From an optimization exercise on the open Yosys and OpenROAD flow, aimed at small area, a short achievable clock period and few clock cycles; shortcuts taken in it are not production practice.
RTL that was checked went through simulation tests only; none was proved equivalent to the original.
No activity file was given, so power comes from the tool's default toggle rates.

==> run a: inputs <==
// fondant_dec
module fondant_dec (
    input  wire        clk,
    input  wire        rst,
    input  wire        start,
    output wire        start_ready,
    input  wire [4:0]  s_depth,        
    input  wire [4:0]  s_k,            
    input  wire [3:0]  s_rows_m1,
    input  wire [5:0]  s_cols_m1,
    input  wire [15:0] s_len,          
    input  wire        in_valid,
    output wire        in_ready,
    input  wire [31:0] in_data,
    output reg         pix_valid,
    output reg  [15:0] pix_y,
    output reg         done
);
export LEC_CHECK = 0
export ABC_AREA = 1
export CAP_MARGIN = 20
export CORE_MARGIN = 2
export CORE_UTILIZATION = 65
export CTS_BUF_LIST = sky130_fd_sc_hd__clkbuf_16
export CTS_CLUSTER_DIAMETER = 80
export CTS_CLUSTER_SIZE = 25
export PLACE_DENSITY = 0.75
export SLEW_MARGIN = 20
create_clock -name core_clock -period 36.0 [get_ports {clk}]
standard.sh (not shown) runs the stock make flow with config.mk's settings and CLKGATE_MAP_FILE= SYNTH_SCRIPT=/design/flow/synth_recipe.tcl, a recipe that flattens the netlist after the stock synthesis.
==> flow/flow/run.sh <==
#!/bin/bash
# The standard layout, with a stronger buffer (buf_4) on every input and
# output port than the default choice, and ORFS's timing repair asked to
# leave 28 ns of setup slack at the design's period (36 ns), so that it
# shortens the slowest paths. The constraints are the design's own.
# Each step's output goes to its own log under orfs/logs; make's own output
# goes to make.log here.
set -euo pipefail
export BUFFER_PORTS_ARGS="-buffer_cell sky130_fd_sc_hd__buf_4"
export SETUP_SLACK_MARGIN=28
bash standard.sh > make.log 2>&1
==> run b (differences from run a) <==
--- a/flow/design.v
+++ b/flow/design.v
@@ -127,13 +127,16 @@
     wire       pfree = ~pv | ctake;
     wire       dec   = (state == S_RUN) & wv & pfree;
     wire       p_last = (pi == rows_m1_r) & (pj == cols_m1_r);
     wire [5:0] pn    = {1'b0, pos} + (dec ? flen : 6'd0);
     wire       pop   = pn[5];
-    wire [95:0] qcat = {q0, q1, q2};
-    wire [95:0] qsh  = qcat << pn;
-    wire [31:0] win_nx = qsh[95:64];
+    wire [63:0] fs5 = pn[5] ? {q1, q2} : {q0, q1};
+    wire [47:0] fs4 = pn[4] ? fs5[47:0] : fs5[63:16];
+    wire [39:0] fs3 = pn[3] ? fs4[39:0] : fs4[47:8];
+    wire [35:0] fs2 = pn[2] ? fs3[35:0] : fs3[39:4];
+    wire [33:0] fs1 = pn[1] ? fs2[33:0] : fs2[35:2];
+    wire [31:0] win_nx = pn[0] ? fs1[32:1] : fs1[33:2];
     wire wr_hi0 = (wrem[10:2] == 9'd0);
     wire wr_is0 = wr_hi0 & (wrem[1:0] == 2'd0);
     wire wr_is1 = wr_hi0 & (wrem[1:0] == 2'd1);
     wire wr_is2 = wr_hi0 & (wrem[1:0] == 2'd2);
     wire allin  = wr_is0;
@@ -201,11 +204,16 @@
     wire        use2 = pm[0] ? s1[17] : ~s2[17];
     wire [15:0] code = pfirst ? pm : (use2 ? s2[15:0] : s1[15:0]);
     reg yv, ylast;
     wire [15:0] yraw  = cr * {10'd0, w6} + {11'd0, k_r};
     wire        yover = (cr == q) & ({1'b0, k_r} > dr);
-    wire [15:0] maxv  = (17'd1 << b_r) - 17'd1;
+    reg  [15:0] maxv;             
+    integer     mi;
+    always @* begin
+        for (mi = 0; mi < 16; mi = mi + 1)
+            maxv[mi] = (b_r > mi);
+    end
     always @(posedge clk) begin
         if (rst) begin
             state         <= S_IDLE;
             start_ready_r <= 1'b1;
             in_ready_r    <= 1'b0;
@@ -244,11 +252,11 @@
                     rdy        <= ~q_full & wl_more;
                     if (state == S_DIV && d_last)
                         state <= S_RUN;
                     if (dec && p_last)
                         state <= S_DRAIN;
-                    if (state == S_DRAIN && !pv && !ctake) begin
+                    if (state == S_DRAIN && (!pv || ctake)) begin
                         state         <= S_IDLE;
                         start_ready_r <= 1'b1;
                     end
                 end
             endcase
==> run c (differences from run a) <==
--- a/flow/design.v
+++ b/flow/design.v
@@ -104,19 +104,27 @@
         u = 5'd16;
         for (ui = 15; ui >= 0; ui = ui - 1)
             if (!win[31 - ui]) u = ui[4:0];
     end
     wire esc = u[4];
-    wire [31:0] pre_u  = win >> (~u[3:0]);
-    wire [46:0] fld_r  = {15'd0, pre_u} << rpar;
-    wire [15:0] low_r  = fld_r[31:16] & {1'b0, rmask};
+    wire        fb     = first | esc;
+    wire [4:0]  sh_reg = {1'b0, ~u[3:0]} + (5'd16 - {1'b0, rpar});
+    wire [4:0]  sh     = first ? (5'd0 - bb) : esc ? (5'd16 - bb) : sh_reg;
+    wire [31:0] fw4    = sh[4] ? {16'd0, win[31:16]} : win;
+    wire [22:0] fw3    = sh[3] ? fw4[30:8] : fw4[22:0];
+    wire [18:0] fw2    = sh[2] ? fw3[22:4] : fw3[18:0];
+    wire [16:0] fw1    = sh[1] ? fw2[18:2] : fw2[16:0];
+    wire [15:0] fw0    = sh[0] ? fw1[16:1] : fw1[15:0];
+    reg  [15:0] bmask;            
+    integer     bi;
+    always @* begin
+        for (bi = 0; bi < 16; bi = bi + 1)
+            bmask[bi] = (bb > bi);
+    end
+    wire [15:0] low    = fw0 & (fb ? bmask : {1'b0, rmask});
     wire [18:0] u_sh   = {15'd0, u[3:0]} << rpar;
-    wire [15:0] m_reg  = u_sh[15:0] | low_r;
-    wire [4:0]  bsh    = 5'd16 - bb;
-    wire [15:0] fsrc   = first ? win[31:16] : win[15:0];
-    wire [15:0] fld_b  = fsrc >> bsh;
-    wire [15:0] mv     = (first | esc) ? fld_b : m_reg;
+    wire [15:0] mv     = (fb ? 16'd0 : u_sh[15:0]) | low;
     wire [5:0]  flen   = first ? {1'b0, bb} :
                          esc   ? flen_esc :
                                  ({2'b00, rpar} + {1'b0, u} + 6'd1);
     wire [20:0] xsum   = acc + {5'd0, mv};
     wire        halve  = (ncnt == 5'd31);
@@ -127,13 +135,16 @@
     wire       pfree = ~pv | ctake;
     wire       dec   = (state == S_RUN) & wv & pfree;
     wire       p_last = (pi == rows_m1_r) & (pj == cols_m1_r);
     wire [5:0] pn    = {1'b0, pos} + (dec ? flen : 6'd0);
     wire       pop   = pn[5];
-    wire [95:0] qcat = {q0, q1, q2};
-    wire [95:0] qsh  = qcat << pn;
-    wire [31:0] win_nx = qsh[95:64];
+    wire [63:0] fs5 = pn[5] ? {q1, q2} : {q0, q1};
+    wire [47:0] fs4 = pn[4] ? fs5[47:0] : fs5[63:16];
+    wire [39:0] fs3 = pn[3] ? fs4[39:0] : fs4[47:8];
+    wire [35:0] fs2 = pn[2] ? fs3[35:0] : fs3[39:4];
+    wire [33:0] fs1 = pn[1] ? fs2[33:0] : fs2[35:2];
+    wire [31:0] win_nx = pn[0] ? fs1[32:1] : fs1[33:2];
     wire wr_hi0 = (wrem[10:2] == 9'd0);
     wire wr_is0 = wr_hi0 & (wrem[1:0] == 2'd0);
     wire wr_is1 = wr_hi0 & (wrem[1:0] == 2'd1);
     wire wr_is2 = wr_hi0 & (wrem[1:0] == 2'd2);
     wire allin  = wr_is0;
@@ -161,38 +172,32 @@
     wire        wl_more_o = ~((in_ready_r & acc_d) ? wr_is2 :
                               (in_ready_r | acc_d) ? wr_is1 : wr_is0);
     wire [2:0]  vsum_o    = {2'b00, v0} + {2'b00, v1} + {2'b00, v2} + {2'b00, v3} + {2'b00, in_ready_r};
     wire        q_full_o  = vsum_o[2] & ~pop;
     reg [15:0] ring [0:63];
-    reg [15:0] cr;                
     reg [15:0] dreg;              
+    wire [15:0] cr = ring[0];     
     wire [15:0] lc = cr;
     wire [15:0] uc = ring[63];
     wire [15:0] dc = dreg;
-    reg         ud_ge, ud_le;
-    reg  [15:0] umd;              
-    wire [16:0] umd_nx = {1'b0, ring[62]} - {1'b0, ring[63]};
-    wire [16:0] d_lu   = {1'b0, lc} - {1'b0, uc};
-    wire [16:0] d_ld   = {1'b0, lc} - {1'b0, dc};
-    wire        l_ge_u = ~d_lu[16];
-    wire        l_le_u = d_lu[16] | (lc == uc);
-    wire        l_ge_d = ~d_ld[16];
-    wire        l_le_d = d_ld[16] | (lc == dc);
-    wire        p_min  = l_le_d & ud_ge;       
-    wire        p_max  = l_ge_d & ud_le;       
-    wire [15:0] grad16 = lc + umd;
+    wire        lt_du  = (dc < uc);
+    wire        lt_lu  = (lc < uc);
+    wire        lt_ld  = (lc < dc);
+    wire        p_min  = lt_ld & ~lt_du;       
+    wire        p_max  = ~lt_ld & lt_du;       
+    wire [15:0] grad16 = lc + uc - dc;         
     wire [17:0] grad   = {2'b00, grad16};
     reg  [17:0] pred;
     always @* begin
         if (prow0)
             pred = {2'b00, lc};
         else if (pcol0)
             pred = {2'b00, uc};
         else if (p_min)
-            pred = l_le_u ? {2'b00, lc} : {2'b00, uc};
+            pred = lt_lu ? {2'b00, lc} : {2'b00, uc};
         else if (p_max)
-            pred = l_ge_u ? {2'b00, lc} : {2'b00, uc};
+            pred = lt_lu ? {2'b00, uc} : {2'b00, lc};
         else
             pred = grad;
     end
     wire [17:0] e18  = {18{pm[0]}} ^ {3'b000, pm[15:1]};
     wire [17:0] ec   = e18 + (pm[0] ? {2'b00, q} : {2'b11, ~q}) + {17'd0, pm[0]};
@@ -201,11 +206,16 @@
     wire        use2 = pm[0] ? s1[17] : ~s2[17];
     wire [15:0] code = pfirst ? pm : (use2 ? s2[15:0] : s1[15:0]);
     reg yv, ylast;
     wire [15:0] yraw  = cr * {10'd0, w6} + {11'd0, k_r};
     wire        yover = (cr == q) & ({1'b0, k_r} > dr);
-    wire [15:0] maxv  = (17'd1 << b_r) - 17'd1;
+    reg  [15:0] maxv;             
+    integer     mi;
+    always @* begin
+        for (mi = 0; mi < 16; mi = mi + 1)
+            maxv[mi] = (b_r > mi);
+    end
     always @(posedge clk) begin
         if (rst) begin
             state         <= S_IDLE;
             start_ready_r <= 1'b1;
             in_ready_r    <= 1'b0;
@@ -244,11 +254,11 @@
                     rdy        <= ~q_full & wl_more;
                     if (state == S_DIV && d_last)
                         state <= S_RUN;
                     if (dec && p_last)
                         state <= S_DRAIN;
-                    if (state == S_DRAIN && !pv && !ctake) begin
+                    if (state == S_DRAIN && (!pv || ctake)) begin
                         state         <= S_IDLE;
                         start_ready_r <= 1'b1;
                     end
                 end
             endcase
@@ -311,14 +321,10 @@
                 ring[ri] <= ring[ri - 1];
             ring[0] <= ctake ? code : ring[63];
         end
         sc <= (ctake & pfirst) ? 6'd1 : sc + 6'd1;
         if (ctake) begin
-            ud_ge <= umd_nx[16] | (ring[62] == ring[63]);
-            ud_le <= ~umd_nx[16];
-            umd   <= umd_nx[15:0];
-            cr    <= code;
             dreg  <= uc;
             ylast <= plast;
         end
         pix_y <= yover ? maxv : yraw[15:0];
     end
==> flow/flow/run.sh (replaced) <==
#!/bin/bash
set -euo pipefail
export BUFFER_PORTS_ARGS="-buffer_cell sky130_fd_sc_hd__buf_1"
export SETUP_SLACK_MARGIN=28
bash standard.sh > make.log 2>&1
--- a/flow/config.mk
+++ b/flow/config.mk
@@ -8,9 +8,9 @@
 export ABC_AREA = 1
 export CAP_MARGIN = 20
 export CORE_MARGIN = 2
 export CORE_UTILIZATION = 65
 export CTS_BUF_LIST = sky130_fd_sc_hd__clkbuf_16
-export CTS_CLUSTER_DIAMETER = 80
-export CTS_CLUSTER_SIZE = 25
+export CTS_CLUSTER_DIAMETER = 90
+export CTS_CLUSTER_SIZE = 28
 export PLACE_DENSITY = 0.75
 export SLEW_MARGIN = 20
==> run d (differences from run a) <==
--- a/flow/design.v
+++ b/flow/design.v
@@ -19,25 +19,25 @@
                      S_DIV   = 2'd1,
                      S_RUN   = 2'd2,
                      S_DRAIN = 2'd3;
     reg [1:0] state;
     reg       start_ready_r;
-    reg       in_ready_r;        
-    reg       rdy;               
+    reg       in_ready_r;
     assign start_ready = start_ready_r;
     assign in_ready    = in_ready_r;
-    wire take_start = start & (state == S_IDLE);
+    wire take_start = start & start_ready_r;
     reg [4:0]  b_r;
     reg [4:0]  k_r;
     reg [3:0]  rows_m1_r;
     reg [5:0]  cols_m1_r;
-    reg [10:0] wrem;              
+    reg [15:0] wrem;              
     wire [5:0] w6 = {k_r, 1'b1};
     wire [2:0] kbl = k_r[4] ? 3'd5 : k_r[3] ? 3'd4 : k_r[2] ? 3'd3 :
                      k_r[1] ? 3'd2 : k_r[0] ? 3'd1 : 3'd0;
     wire [4:0] bb_c = b_r - {2'b00, kbl};
     reg [4:0]  bb;                
+    wire [4:0] bsh      = 5'd16 - bb;              
     wire [5:0] flen_esc = {1'b0, bb} + 6'd16;      
     reg [15:0] rcap;              
     integer    ci;
     always @* begin
         for (ci = 0; ci < 16; ci = ci + 1)
@@ -109,11 +109,10 @@
     wire [31:0] pre_u  = win >> (~u[3:0]);
     wire [46:0] fld_r  = {15'd0, pre_u} << rpar;
     wire [15:0] low_r  = fld_r[31:16] & {1'b0, rmask};
     wire [18:0] u_sh   = {15'd0, u[3:0]} << rpar;
     wire [15:0] m_reg  = u_sh[15:0] | low_r;
-    wire [4:0]  bsh    = 5'd16 - bb;
     wire [15:0] fsrc   = first ? win[31:16] : win[15:0];
     wire [15:0] fld_b  = fsrc >> bsh;
     wire [15:0] mv     = (first | esc) ? fld_b : m_reg;
     wire [5:0]  flen   = first ? {1'b0, bb} :
                          esc   ? flen_esc :
@@ -130,11 +129,11 @@
     wire [5:0] pn    = {1'b0, pos} + (dec ? flen : 6'd0);
     wire       pop   = pn[5];
     wire [95:0] qcat = {q0, q1, q2};
     wire [95:0] qsh  = qcat << pn;
     wire [31:0] win_nx = qsh[95:64];
-    wire wr_hi0 = (wrem[10:2] == 9'd0);
+    wire wr_hi0 = (wrem[15:2] == 14'd0);
     wire wr_is0 = wr_hi0 & (wrem[1:0] == 2'd0);
     wire wr_is1 = wr_hi0 & (wrem[1:0] == 2'd1);
     wire wr_is2 = wr_hi0 & (wrem[1:0] == 2'd2);
     wire allin  = wr_is0;
     wire ok0 = v0 | (allin & ~(v0 | v1 | v2 | v3));
@@ -146,43 +145,38 @@
     wire wv_nx = (~need0 | ok0) & (~need1 | ok1) & (~need2 | ok2);
     wire mv0 = ~v0 | pop;
     wire mv1 = ~v1 | mv0;
     wire mv2 = ~v2 | mv1;
     wire mv3 = ~v3 | mv2;
-    wire acc_w = in_valid & rdy;
+    wire acc_w = in_valid & in_ready_r;
     reg  acc_d;
     wire v0n = mv0 ? v1 : v0;
     wire v1n = mv1 ? v2 : v1;
     wire v2n = mv2 ? v3 : v2;
-    wire v3n = rdy ? in_valid : (mv3 ? 1'b0 : v3);
-    wire        wl_more  = ~((rdy & acc_d) ? wr_is2 :
-                             (rdy | acc_d) ? wr_is1 : wr_is0);
-    wire [2:0]  vsum     = {2'b00, v0} + {2'b00, v1} + {2'b00, v2} + {2'b00, v3} + {2'b00, rdy};
-    wire        q_full   = vsum[2] & ~pop;
-    wire        wl_more_o = ~((in_ready_r & acc_d) ? wr_is2 :
-                              (in_ready_r | acc_d) ? wr_is1 : wr_is0);
-    wire [2:0]  vsum_o    = {2'b00, v0} + {2'b00, v1} + {2'b00, v2} + {2'b00, v3} + {2'b00, in_ready_r};
-    wire        q_full_o  = vsum_o[2] & ~pop;
+    wire v3n = in_ready_r ? in_valid : (mv3 ? 1'b0 : v3);
+    wire        wl_more  = ~((in_ready_r & acc_d) ? wr_is2 :
+                             (in_ready_r | acc_d) ? wr_is1 : wr_is0);
+    wire [2:0]  vsum     = {2'b00, v0} + {2'b00, v1} + {2'b00, v2} + {2'b00, v3} + {2'b00, in_ready_r};
+    wire        q_full   = vsum[2];
     reg [15:0] ring [0:63];
     reg [15:0] cr;                
     reg [15:0] dreg;              
     wire [15:0] lc = cr;
     wire [15:0] uc = ring[63];
     wire [15:0] dc = dreg;
     reg         ud_ge, ud_le;
-    reg  [15:0] umd;              
-    wire [16:0] umd_nx = {1'b0, ring[62]} - {1'b0, ring[63]};
+    reg  [17:0] umd;
+    wire [17:0] umd_nx = {2'b00, ring[62]} - {2'b00, ring[63]};
     wire [16:0] d_lu   = {1'b0, lc} - {1'b0, uc};
     wire [16:0] d_ld   = {1'b0, lc} - {1'b0, dc};
     wire        l_ge_u = ~d_lu[16];
     wire        l_le_u = d_lu[16] | (lc == uc);
     wire        l_ge_d = ~d_ld[16];
     wire        l_le_d = d_ld[16] | (lc == dc);
     wire        p_min  = l_le_d & ud_ge;       
     wire        p_max  = l_ge_d & ud_le;       
-    wire [15:0] grad16 = lc + umd;
-    wire [17:0] grad   = {2'b00, grad16};
+    wire [17:0] grad   = {2'b00, lc} + umd;
     reg  [17:0] pred;
     always @* begin
         if (prow0)
             pred = {2'b00, lc};
         else if (pcol0)
@@ -199,19 +193,19 @@
     wire [17:0] s1   = pred + e18;
     wire [17:0] s2   = pred + ec;
     wire        use2 = pm[0] ? s1[17] : ~s2[17];
     wire [15:0] code = pfirst ? pm : (use2 ? s2[15:0] : s1[15:0]);
     reg yv, ylast;
-    wire [15:0] yraw  = cr * {10'd0, w6} + {11'd0, k_r};
-    wire        yover = (cr == q) & ({1'b0, k_r} > dr);
+    wire [21:0] yraw = cr * w6 + {17'd0, k_r};
+    wire [21:0] hmask = ~((22'd1 << b_r) - 22'd1);
+    wire        yover = |(yraw & hmask);
     wire [15:0] maxv  = (17'd1 << b_r) - 17'd1;
     always @(posedge clk) begin
         if (rst) begin
             state         <= S_IDLE;
             start_ready_r <= 1'b1;
             in_ready_r    <= 1'b0;
-            rdy           <= 1'b0;
             v0 <= 1'b0; v1 <= 1'b0; v2 <= 1'b0; v3 <= 1'b0;
             wv            <= 1'b0;
             pv            <= 1'b0;
             yv            <= 1'b0;
             pix_valid     <= 1'b0;
@@ -232,18 +226,16 @@
                     wv <= 1'b0;
                     if (take_start) begin
                         state         <= S_DIV;
                         start_ready_r <= 1'b0;
                         in_ready_r    <= 1'b1;
-                        rdy           <= 1'b1;
                     end
                 end
                 default: begin
                     v0 <= v0n; v1 <= v1n; v2 <= v2n; v3 <= v3n;
                     wv <= wv_nx;
-                    in_ready_r <= ~q_full_o & wl_more_o;
-                    rdy        <= ~q_full & wl_more;
+                    in_ready_r <= ~q_full & wl_more;
                     if (state == S_DIV && d_last)
                         state <= S_RUN;
                     if (dec && p_last)
                         state <= S_DRAIN;
                     if (state == S_DRAIN && !pv && !ctake) begin
@@ -258,13 +250,13 @@
         if (state == S_IDLE) begin
             b_r       <= s_depth;
             k_r       <= s_k;
             rows_m1_r <= s_rows_m1;
             cols_m1_r <= s_cols_m1;
-            wrem      <= s_len[10:0];
+            wrem      <= s_len;
         end else if (acc_d) begin
-            wrem      <= wrem - 11'd1;
+            wrem      <= wrem - 16'd1;
         end
         if (state == S_IDLE) begin
             dr   <= 6'd0;
             q    <= 16'd0;
             dcnt <= 4'd0;
@@ -311,13 +303,13 @@
                 ring[ri] <= ring[ri - 1];
             ring[0] <= ctake ? code : ring[63];
         end
         sc <= (ctake & pfirst) ? 6'd1 : sc + 6'd1;
         if (ctake) begin
-            ud_ge <= umd_nx[16] | (ring[62] == ring[63]);
-            ud_le <= ~umd_nx[16];
-            umd   <= umd_nx[15:0];
+            ud_ge <= umd_nx[17] | (ring[62] == ring[63]);
+            ud_le <= ~umd_nx[17];
+            umd   <= umd_nx;
             cr    <= code;
             dreg  <= uc;
             ylast <= plast;
         end
         pix_y <= yover ? maxv : yraw[15:0];
--- a/flow/config.mk
+++ b/flow/config.mk
@@ -7,10 +7,7 @@
 export LEC_CHECK = 0
 export ABC_AREA = 1
 export CAP_MARGIN = 20
 export CORE_MARGIN = 2
 export CORE_UTILIZATION = 65
-export CTS_BUF_LIST = sky130_fd_sc_hd__clkbuf_16
-export CTS_CLUSTER_DIAMETER = 80
-export CTS_CLUSTER_SIZE = 25
 export PLACE_DENSITY = 0.75
 export SLEW_MARGIN = 20
==> comparison table <==
Outcome: run c timing/DRC/antenna clean; run d timing/DRC/antenna clean; run a timing/DRC/antenna clean; run b timing/DRC/antenna clean
Portion of the layout cell area used by clock cells: run c 3.29%; run d 7.26%; run a 3.72%; run b 3.73%
HP Start: run c ring[53][0]; run d ring[2][5]; run a ring[55][12]; run b ring[59][15]
Flops & latches, synth: run c 1368; run d 1407; run a 1402; run b 1402
TritonCTS Buffers: run c 58; run d 133; run a 71; run b 70
Minimum setup slack among reg-to-reg paths: run c 28.50 ns; run d 28.41 ns; run a 28.44 ns; run b 28.45 ns
Slowest Stage Delay on Critical Path: run c 0.37 ns; run d 0.40 ns; run a 0.36 ns; run b 0.36 ns
Total placed instance area: run c 0.0515 mm²; run d 0.0572 mm²; run a 0.0558 mm²; run b 0.0539 mm²
TritonRoute pass-1 iters: run c 6; run d 14; run a 6; run b 6
Most frequent cell after synthesis: run c sky130_fd_sc_hd__dfxtp_1; run d sky130_fd_sc_hd__nand2_1; run a sky130_fd_sc_hd__nand2_1; run b sky130_fd_sc_hd__dfxtp_1
Routed via count: run c 32900; run d 40900; run a 38400; run b 35900
Measured slew at the worst slew-check pin: run c 1.07 ns; run d 1.09 ns; run a 1.06 ns; run b 1.04 ns
Final hold slack: run c 0.316 ns; run d 0.299 ns; run a 0.300 ns; run b 0.305 ns
Die height: run c 282 µm; run d 297 µm; run a 293 µm; run b 288 µm
Comb pwr: run c 0.845 mW; run d 1.48 mW; run a 1.29 mW; run b 1.18 mW
Testbench counts of run b, summed over its fixed seeds: cycles 330,320.
Testbench counts of run c, summed over its fixed seeds: cycles 330,320.
Function not checked in run a and run d: the RTL went through the layout flow alone.

-- static timing again, ports no longer ideal --
In the flow no input, the clock included, has a driving cell. The finished layouts below were timed again as built, in two steps.
Step 1 (the two cells are an assumption about what drives the block):
set clk [get_ports {clk}]
set_driving_cell -lib_cell sky130_fd_sc_hd__clkbuf_16 $clk
set_driving_cell -lib_cell sky130_fd_sc_hd__buf_2 [delete_from_list [all_inputs] $clk]
Step 2, shift: input delay + t, output delay - t, t = (earliest + latest rising clock arrival at the registers) / 2. This alone moves slack from input paths to output paths.
Slacks: ideal / step 1 / step 2; pairs: ideal / step 1.
| run | shift t [ns] | setup WS [ns] | worst setup path at the end | worst register clock-pin slew, ns | worst data-port slew with drivers (ns) |
|---|---|---|---|---|---|
| run a | 0.706 | 27.669 / 27.601 / 27.979 | input to register | 0.10 / 0.10 | 0.06 |
| run b | 0.728 | 27.668 / 27.601 / 27.946 | input to register | 0.10 / 0.10 | 0.07 |
| run c | 0.734 | 27.648 / 27.579 / 27.672 | input to register | 0.11 / 0.11 | 0.05 |
| run d | 0.812 | 27.514 / 27.444 / 27.922 | input to register | 0.08 / 0.08 | 0.11 |
After both steps setup and hold are still met in every run listed.
